Context: an optimization exercise on an open-source flow, tuned for small area, a short achievable clock period and few clock cycles per item. The choices shown serve that exercise and are no tape-out recipe.
In this exercise RTL edits were held to simulation tests only and were not proved equivalent to the original.
Power and IR drop assume default switching activity.

==> design.v <==
module keccak_rc (
    input  wire [4:0]  round,
    output reg  [63:0] rc
);
    always @(*) begin
        case (round)
            5'd0:  rc = 64'h0000000000000001;
            5'd1:  rc = 64'h0000000000008082;
            5'd2:  rc = 64'h800000000000808A;
            5'd3:  rc = 64'h8000000080008000;
            5'd4:  rc = 64'h000000000000808B;
            5'd5:  rc = 64'h0000000080000001;
            5'd6:  rc = 64'h8000000080008081;
            5'd7:  rc = 64'h8000000000008009;
            5'd8:  rc = 64'h000000000000008A;
            5'd9:  rc = 64'h0000000000000088;
            5'd10: rc = 64'h0000000080008009;
            5'd11: rc = 64'h000000008000000A;
            5'd12: rc = 64'h000000008000808B;
            5'd13: rc = 64'h800000000000008B;
            5'd14: rc = 64'h8000000000008089;
            5'd15: rc = 64'h8000000000008003;
            5'd16: rc = 64'h8000000000008002;
            5'd17: rc = 64'h8000000000000080;
            5'd18: rc = 64'h000000000000800A;
            5'd19: rc = 64'h800000008000000A;
            5'd20: rc = 64'h8000000080008081;
            5'd21: rc = 64'h8000000000008080;
            5'd22: rc = 64'h0000000080000001;
            5'd23: rc = 64'h8000000080008008;
            default: rc = 64'h0;
        endcase
    end
endmodule
module keccak_round (
    input  wire [1599:0] state_in,
    input  wire [63:0]   round_const,
    output wire [1599:0] state_out
);
    function automatic integer rot(input integer i);
        case (i)
             0: rot = 0;   1: rot = 1;   2: rot = 62;  3: rot = 28;  4: rot = 27;
             5: rot = 36;  6: rot = 44;  7: rot = 6;   8: rot = 55;  9: rot = 20;
            10: rot = 3;  11: rot = 10; 12: rot = 43; 13: rot = 25; 14: rot = 39;
            15: rot = 41; 16: rot = 45; 17: rot = 15; 18: rot = 21; 19: rot = 8;
            20: rot = 18; 21: rot = 2;  22: rot = 61; 23: rot = 56; 24: rot = 14;
            default: rot = 0;
        endcase
    endfunction
    wire [63:0] a   [0:24];
    wire [63:0] c   [0:4];
    wire [63:0] d   [0:4];
    wire [63:0] th  [0:24];
    wire [63:0] b   [0:24];
    wire [63:0] chi [0:24];
    genvar x, y;
    generate
        for (x = 0; x < 5; x = x + 1) begin : g_col
            assign c[x] = a[x] ^ a[x+5] ^ a[x+10] ^ a[x+15] ^ a[x+20];
        end
        for (x = 0; x < 5; x = x + 1) begin : g_d
            assign d[x] = c[(x+4)%5] ^ {c[(x+1)%5][62:0], c[(x+1)%5][63]};
        end
        for (y = 0; y < 5; y = y + 1) begin : g_row
            for (x = 0; x < 5; x = x + 1) begin : g_lane
                assign a[x+5*y]  = state_in[64*(x+5*y) +: 64];
                assign th[x+5*y] = a[x+5*y] ^ d[x];
                if (rot(x+5*y) == 0) begin : g_norot
                    assign b[y + 5*((2*x+3*y)%5)] = th[x+5*y];
                end else begin : g_rot
                    assign b[y + 5*((2*x+3*y)%5)] =
                        {th[x+5*y][63-rot(x+5*y):0], th[x+5*y][63:64-rot(x+5*y)]};
                end
            end
        end
        for (y = 0; y < 5; y = y + 1) begin : g_chi_row
            for (x = 0; x < 5; x = x + 1) begin : g_chi_lane
                assign chi[x+5*y] = b[x+5*y] ^ (~b[(x+1)%5+5*y] & b[(x+2)%5+5*y]);
                if (x == 0 && y == 0) begin : g_iota
                    assign state_out[0 +: 64] = chi[0] ^ round_const;
                end else begin : g_out
                    assign state_out[64*(x+5*y) +: 64] = chi[x+5*y];
                end
            end
        end
    endgenerate
endmodule
module xz_keccak_core (
    input  wire        clk,
    input  wire        rst,
    input  wire        cmd_valid,
    output wire        cmd_ready,
    input  wire [1:0]  cmd_op,
    input  wire [63:0] cmd_data,
    output reg         rsp_valid,
    output reg  [63:0] rsp_data
);
    localparam [1:0] OP_CLEAR   = 2'd0;
    localparam [1:0] OP_ABSORB  = 2'd1;
    localparam [1:0] OP_PERMUTE = 2'd2;
    localparam [1:0] OP_SQUEEZE = 2'd3;
    localparam       RATE_LANES = 17;
    reg  [1599:0] state;
    reg  [4:0]    ptr;
    reg           busy;
    reg  [4:0]    round;
    wire [63:0]   round_const;
    wire [1599:0] round_out;
    keccak_rc u_rc (
        .round (round),
        .rc    (round_const)
    );
    keccak_round u_round (
        .state_in    (state),
        .round_const (round_const),
        .state_out   (round_out)
    );
    assign cmd_ready = !busy;
    wire take = cmd_valid && cmd_ready;
    wire [63:0]   lane_at_ptr = state[64*ptr +: 64];
    reg  [1599:0] absorbed;
    integer i;
    always @(*) begin
        absorbed = state;
        for (i = 0; i < RATE_LANES; i = i + 1)
            if (ptr == i)
                absorbed[64*i +: 64] = state[64*i +: 64] ^ cmd_data;
    end
    wire last_lane = (ptr == RATE_LANES - 1);
    always @(posedge clk) begin
        rsp_valid <= 1'b0;
        if (rst) begin
            ptr   <= 5'd0;
            busy  <= 1'b0;
            round <= 5'd0;
        end else if (busy) begin
            state <= round_out;
            round <= round + 5'd1;
            if (round == 5'd23)
                busy <= 1'b0;
        end else if (take) begin
            case (cmd_op)
                OP_CLEAR: begin
                    state <= 1600'd0;
                    ptr   <= 5'd0;
                end
                OP_ABSORB: begin
                    state <= absorbed;
                    if (last_lane) begin
                        ptr   <= 5'd0;
                        busy  <= 1'b1;
                        round <= 5'd0;
                    end else begin
                        ptr <= ptr + 5'd1;
                    end
                end
                OP_PERMUTE: begin
                    ptr   <= 5'd0;
                    busy  <= 1'b1;
                    round <= 5'd0;
                end
                OP_SQUEEZE: begin
                    rsp_valid <= 1'b1;
                    rsp_data  <= lane_at_ptr;
                    if (last_lane) begin
                        ptr   <= 5'd0;
                        busy  <= 1'b1;
                        round <= 5'd0;
                    end else begin
                        ptr <= ptr + 5'd1;
                    end
                end
            endcase
        end
    end
endmodule
==> run.sh <==
#!/bin/bash
# synth_recipe.tcl (not shown) runs the flow's synth.tcl, then flattens the netlist and writes it again
# the make line also repeats each setting of config.mk as NAME=value (left out here)
make -C /OpenROAD-flow-scripts/flow DESIGN_CONFIG=/design/flow/config.mk WORK_HOME=/design/flow/orfs CLKGATE_MAP_FILE= SYNTH_SCRIPT=/design/flow/synth_recipe.tcl finish
==> config.mk <==
export PLATFORM = sky130hd
export DESIGN_NAME = xz_keccak_core
export DESIGN_NICKNAME = xz_keccak_core
export VERILOG_FILES = /design/flow/design.v
export SDC_FILE = /design/flow/constraint.sdc
export NUM_CORES = 4
export LEC_CHECK = 0
export CAP_MARGIN = 40
export CORE_MARGIN = 2
export CORE_UTILIZATION = 30
export SLEW_MARGIN = 40
==> constraint.sdc <==
create_clock -name core_clock -period 6.0 [get_ports {clk}]
set_input_delay 1.2000 -clock core_clock [delete_from_list [all_inputs] [get_ports {clk}]]
set_output_delay 1.2000 -clock core_clock [all_outputs]
set_load 0.01 [all_outputs]
==> flow_metrics.tcl <==
set metrics [dict create \
    io_buffers 134 \
    fmax_mhz 244 \
    areaGrowthSynthToFinish_pct 23.5 \
    comb_power_share_pct 69.1 \
    first_global_vias 103000 \
    root_buffer "clkbuf_16" \
    arrival_ns 4.77 \
    synth_fp_nets 12400 \
    ys_async_sr_fraction_pct 0 \
    switching_share_pct 56.8 \
    endpoint_kind "flip-flop" \
    initial_core_util_pct 30.2 \
    cap_violations 0 \
    coreArea_um2 464000 \
    die_h_um 687 \
    antenna_found_initial 138 \
    cts.sinks 1683 \
    pwr-share-clk_pct 14.9 \
    yosysMostFrequentCell "xnor2_1" \
    cts_made_buffers 230 \
    cts_hold_buf 0 \
    wl_per_cell_um 53.5 \
    synth_compound_area_share_pct 6.92 \
    min_period_ns 4.10 \
    die_area_um2 472000 \
    cp_top_family "XOR/XNOR gates" \
    grt.total_usage_pct 42.8 \
    fin_ws_ns 1.90 \
    yosysWarnings 3 \
    clk_pin_slew_ns 0.07 \
    fin_worst_skew_ns 0.0618 \
    avgViaCountPerCell 6.01 \
    holdCritPathClass "flip-flop to flip-flop" \
    synth_xor_xnor_area_share_pct 39.9 \
    synth-adder-area-share_pct 0.116 \
    slew_headroom_pct 27.3 \
    syn_area_um2 140000 \
    gp_congestion 1.14 \
    ant_nets 0 \
    first_pass_iters 6 \
    synthCells 12300 \
    synth_mux_area_share_pct 7.98 \
    ff_latch_area_um2 50400 \
    p_per_area_nw_per_um2 558 \
    first_iter_violations 21600 \
    place_ws_ns 1.23 \
    nNetsFinal 12900 \
    synth_seq_cells 1683 \
    final_core_util_pct 37.2 \
    grt_pass1_wl_um 1270000 \
    post-route-period-util_pct 68.4 \
    die_w_um 687 \
    synth_top_family_by_area "XOR/XNOR gates" \
    power_leakage_uw 0.0598 \
    avgSynthCellArea_um2 11.3 \
    grt_max_degree 177 \
    p_total_uw 96400 \
    crit_path_cell_trace "xnor3_1 -> xnor2_2 -> xor2_2 -> xnor2_1 -> buf_4 -> nor2b_1 -> xnor2_1 -> nor2_1" \
    yosysSeqAreaShare_pct 36.0 \
    finalSetupViolations 0 \
    cts.htree.levels 4 \
    fp-row-count 250 \
    synth_area_leaders "edfxtp_1 (36%), xnor2_1 (24%), mux4_2 (6.0%)" \
    hold_ws_ns 0.577 \
    rsz0062_at_grt "false" \
    crit_type "flip-flop to flip-flop" \
    p_int_uw 41600 \
    cpMostUsedCell "xnor2_1" \
    final_max_slew_viol_count 0 \
    p_sw_uw 54800 \
    cts_buffer_depth 4 \
    finalInstanceArea_um2 173000 \
    required_ns 6.66 \
    fill_cells 45000 \
    drive_gt1_share_pct 23.2 \
    synth-edff-count 1664 \
    tightest_slew_ns 1.08 \
    insertion_delay_ns 1.04 \
    multi_input_area_um2 99100 \
    path_max_fanout 5 \
    synth.top_cell.area_share_pct 35.7 \
    yosysTopAreaCell "edfxtp_1" \
    hold_viol_final 0 \
    drt_wl_total_um 1040000 \
    overflow 0 \
    io_pins 135 \
    via_count 116000 \
    status "finished clean" \
    synth-simple-area-share_pct 7.46 \
    synthTopCellsByCount "xnor2_1 (3815), edfxtp_1 (1664), nor2_1 (1184)" \
    drc 0 \
    tritoncts "built" \
    slowest_stage "xnor2_2" \
    ys_types 56 \
    placed_cell_area_um2 165000 \
    pwr-share-seq_pct 15.9 \
    postCtsSetupBuffers 0 \
    post_cts_resized 0 \
    place_hpwl_um 849000 \
    peakVddDrop_mv 0.321 \
    path_buf_inv 1 \
    crit_path_start_kind "flip-flop" \
    ys.flop_type "edfxtp_1" \
    critical_path.max_stage_delay_ns 0.68 \
]
==> worst register-to-register path, stage by stage (launching register included) <==
cell and delay [ns]:
edfxtp_1 0.59, xnor3_1 0.52, xnor2_2 0.68, xor2_2 0.56, xnor2_1 0.19, buf_4 0.26
nor2b_1 0.11, xnor2_1 0.12, nor2_1 0.68
==> power groups by stage <==
stage               Clock [uW]  Sequential [uW]  Combinational, uW
CTS                      14300            15300              62700
finish                   14400            15400              66600
detailed placement           0            15500              62400
floorplan                    0            14900              26200
global placement             0            15400              59500
global route             14700            15400              65200
==> flip-flops by register name, indices dropped and copies added (netlist names) <==
| name | flops |
|---|---|
| state | 1600 |
| round | 5 |
| rsp_valid | 1 |
| busy | 1 |
| rsp_data | 64 |
| u_round.round_const | 7 |
| ptr | 5 |
==> cell families (layout without fill, tap and decap cells) <==
group | count (synthesis) | count (layout)
XOR/XNOR | 5478 | 5478
flip-flops | 1683 | 1683
AO/OA/AOI/OAI | 1508 | 1508
other | 0 | 134
adder cells (fa/ha/maj) | 13 | 13
buffers and inverters | 614 | 1319
multiplexers | 615 | 615
AND/OR/NAND/NOR | 2423 | 2423
==> layout by cell type, fill, tap and decap left out, types with 134 or more instances in the layout <==
cell type	instances
xor2_1	850
clkbuf_16	231
xnor2_2	800
diode_2	134
xnor2_1	2909
xor2_2	196
nor2b_1	323
mux4_2	375
nor2_1	1167
nand2_1	700
a21oi_1	139
xnor2_4	365
o22ai_1	1030
edfxtp_1	1664
buf_4	666
xnor3_1	322
nand2b_1	164
==> per-layer routing <==
metal	wire (um)	global-route usage, %	vias up
met5	471	0	-
met4	117000	38.7	58
met3	152000	20.0	1945
met2	392000	55.8	9237
met1	374000	51.6	60900
li1	-	-	44200
==> worst paths after layout <==
| kind | from | endpoint | slack (ns) | cells after the start |
|---|---|---|---|---|
| worst max-delay path | state[36] | state[1152] | 1.90 | 8 |
| worst max register to register | state[36] | state[1152] | 1.90 | 8 |
| worst min-delay path | round[0] | round[0] | 0.58 | 2 |
| worst min register to register | round[0] | round[0] | 0.58 | 2 |
==> layout make-up <==
cell class | instances | share of cell area, %
Clock inverter | 126 | 0.680
Inverter | 13 | 0.0398
Clock buffer | 290 | 3.48
Sequential cell | 1683 | 29.1
Tap cell | 6174 | 4.47
Multi-Input combinational cell | 10000 | 57.3
Antenna cell | 134 | 0.194
Timing Repair Buffer | 890 | 4.67
==> per-stage QoR <==
step | std cells | TNS [ns]
2_1_floorplan | 12300 | -2188.73
3_3_place_gp | 18800 | 0
3_5_place_dp | 18800 | 0
4_1_cts | 19200 | 0
5_1_grt | 19300 | 0
6_report | 19300 | 0
Testbench counts, summed over its fixed seeds: cycles 20,853, blocks 485.

==> afterwards: timing with drivers on the ports <==
How much do the figures lean on ideal ports? The routed layout below was timed once more, with nothing changed but the port constraints. Step 1 sets driving cells, clkbuf_16 on the clock port and buf_2 on the other inputs (assumed; they add their load-dependent delay and slew). Step 2 moves the port delays by t, midway between the first and last clock arrival at a register: inputs arrive t later, outputs are due t later. That takes back most of the time a late clock gives input paths. Slacks: ideal / step 1 / step 2; pairs: ideal / step 1.
t, ns: 1.127
setup slack, ns: 1.896 / 1.896 / 1.429
worst slew at a driven data input, ns: 0.55
After both steps this run still meets setup and hold. For this run, drivers alone change the setup slack by 0.000 ns; drivers and shift together by -0.467 ns.
